This is an optimization exercise on Yosys and OpenROAD, whose aim is small area, a short achievable clock period and few clock cycles per item, not a production implementation. Where RTL was checked, it was by simulation tests only, not by an equivalence proof against the original.

Setup of v6:
Design cph_aes, start of the top module:
module cph_aes (
    input  wire         clk,
    input  wire         rst,          
    input  wire         in_valid,
    output wire         in_ready,
    input  wire [255:0] in_key,       
    input  wire [127:0] in_block,     
    output reg          out_valid,
    output wire [127:0] out_block     
);
Size: about 5300 cells after synthesis, about 1100 flip-flops, ~520 I/O pins.
Settings: LEC_CHECK=0, CAP_MARGIN=20, CORE_MARGIN=2, CORE_UTILIZATION=55, CTS_CLUSTER_DIAMETER=100, CTS_CLUSTER_SIZE=20, PLACE_DENSITY=0.65, SETUP_SLACK_MARGIN=4.7, SLEW_MARGIN=20, SYNTH_HIERARCHICAL=1, SYNTH_MINIMUM_KEEP_SIZE=0; clock period 8.0 ns.
standard.sh (not shown) runs the stock make flow with config.mk's settings and CLKGATE_MAP_FILE= SYNTH_SCRIPT=/design/flow/synth_recipe.tcl, a recipe that flattens the netlist after the stock synthesis.
==> flow/flow/run.sh <==
#!/bin/bash
# The standard layout, except that the port buffers are plain
# sky130_fd_sc_hd__buf_1 cells rather than the delay cells buffer_ports picks.
set -euo pipefail
bash standard.sh "BUFFER_PORTS_ARGS=-buffer_cell sky130_fd_sc_hd__buf_1" finish > standard_flow.log 2>&1
--- input diff v6..v7 ---
diff --git a/flow/config.mk b/flow/config.mk
--- a/flow/config.mk
+++ b/flow/config.mk
@@ -13,3 +13,3 @@
 export PLACE_DENSITY = 0.65
-export SETUP_SLACK_MARGIN = 4.7
+export SETUP_SLACK_MARGIN = 4.8
 export SLEW_MARGIN = 20
Results
v7 ran to completion and came out clean on the timing, DRC and antenna checks.
On routed wire length, v7 does worse than v6.
v7 against v6; via count of the first global-routing pass is up slightly.
The worst clock skew on the final layout in v7 sits 0.0030 ns below the value recorded for v6.
Function was not checked in any run of this note: the RTL went through the layout flow alone.

========
cph_aes, a different RTL version from the one above (not shown whole).
Size: about 5,300 cells after synthesis, roughly 1,100 flip-flops, ~520 I/O pins, about 56,000 µm² of cells after synthesis.
clock: 8.0 ns
lec_check: 0
cap_margin: 20
core_margin: 2
core_utilization: 55
place_density: 0.65
setup_slack_margin: 4.7
slew_margin: 20
synth_hierarchical: 1
synth_minimum_keep_size: 0
Scripts as last shown in full above: flow/flow/run.sh
The baseline completed without violations.
Testbench counts at the start, summed over its fixed seeds: cycles 45,408, items 3,238.
Next try:
- CORE_UTILIZATION: 55 -> 45
- CTS_CLUSTER_DIAMETER: default -> 100
- CTS_CLUSTER_SIZE: default -> 20
- PLACE_DENSITY: 0.65 -> 0.6
Clock skew is higher by 0.019 ns.
Synthesized cell count is unchanged.
Sequential cell count is unchanged.
Worst setup slack is worse by 0.0031 ns.
Next try:
- CTS_CLUSTER_DIAMETER: 100 -> 120
- CTS_CLUSTER_SIZE: 20 -> 24
- SETUP_SLACK_MARGIN: 4.7 -> 4.8
Final area grows by 2.2%.
Worst hold slack is about the same.
Fmax grows by about 1.5%.
Register-to-register slack is better by 0.05 ns.
Critical path depth grows by 4.
Final cell count grows by about 0.7%.
Die area is unchanged.
Core utilization grows by 1.2 points.
Next try:
- CTS_CLUSTER_DIAMETER: 120 -> default
- CTS_CLUSTER_SIZE: 24 -> default
- SETUP_SLACK_MARGIN: 4.8 -> 4.9
Outcome: Die area stays the same. Worst setup slack improved by 0.12 ns. Worst hold slack got worse by 0.013 ns. Synthesized area is unchanged. First-iteration DRC count falls by about 8%. Clock-buffer cell count rises by 115.
Next try:
- CTS_CLUSTER_DIAMETER: default -> 120
- CTS_CLUSTER_SIZE: default -> 24
- SETUP_SLACK_MARGIN: 4.9 -> 4.7
After rerunning: First-iteration DRC count falls by 10%. Synthesized cell count does not change. Via count falls by 4.5%. Sequential cell count is unchanged. Worst hold slack gets better by 0.020 ns. Cell area falls by 9.2%. Wire length falls by 3.9%. Global-route usage falls by 0.94 points.
Next try:
- CORE_UTILIZATION: 45 -> 55
- CTS_CLUSTER_DIAMETER: 120 -> 100
- CTS_CLUSTER_SIZE: 24 -> 20
- PLACE_DENSITY: 0.6 -> 0.65
Result: Final cell count came out lower by a few percent; hold slack degrades by 0.011 ns; die area went down by about a fifth; fmax increases slightly; global-route usage increases by 4.5 points; routed wire length went down by a few percent; worst setup slack gains 0.055 ns.

## afterwards: timing with drivers on the ports
No port has a modelled driver above. Below, the same layouts with a new extraction and two added sets of constraints. Step 1 (the two cells are an assumption about what drives the block):
set clk [get_ports {clk}]
set_driving_cell -lib_cell sky130_fd_sc_hd__clkbuf_16 $clk
set_driving_cell -lib_cell sky130_fd_sc_hd__buf_2 [delete_from_list [all_inputs] $clk]
Step 2 also shifts input and output timing later by t, the mid clock arrival at the registers, as if the neighbouring blocks saw the same clock. a / b / c = no drivers / after step 1 / after step 2; a / b = the first two.
run | t (ns) | setup slack, ns | latest minus earliest clock arrival (ns)
v6 | 0.730 | 4.733 / 4.733 / 4.733 | 0.026 / 0.025
v7 | 0.723 | 4.803 / 4.803 / 4.803 | 0.021 / 0.022
the first run of note 2 | 0.772 | 4.724 / 4.724 / 4.724 | 0.030 / 0.029
the second run of note 2 | 0.754 | 4.721 / 4.721 / 4.721 | 0.049 / 0.049
the third run of note 2 | 0.778 | 4.770 / 4.770 / 4.770 | 0.025 / 0.025
the fourth run of note 2 | 0.829 | 4.893 / 4.893 / 4.893 | 0.039 / 0.039
the fifth run of note 2 | 0.775 | 4.633 / 4.633 / 4.633 | 0.034 / 0.034
the sixth run of note 2 | 0.724 | 4.687 / 4.687 / 4.687 | 0.028 / 0.028
After both steps setup and hold are still met in every run listed.
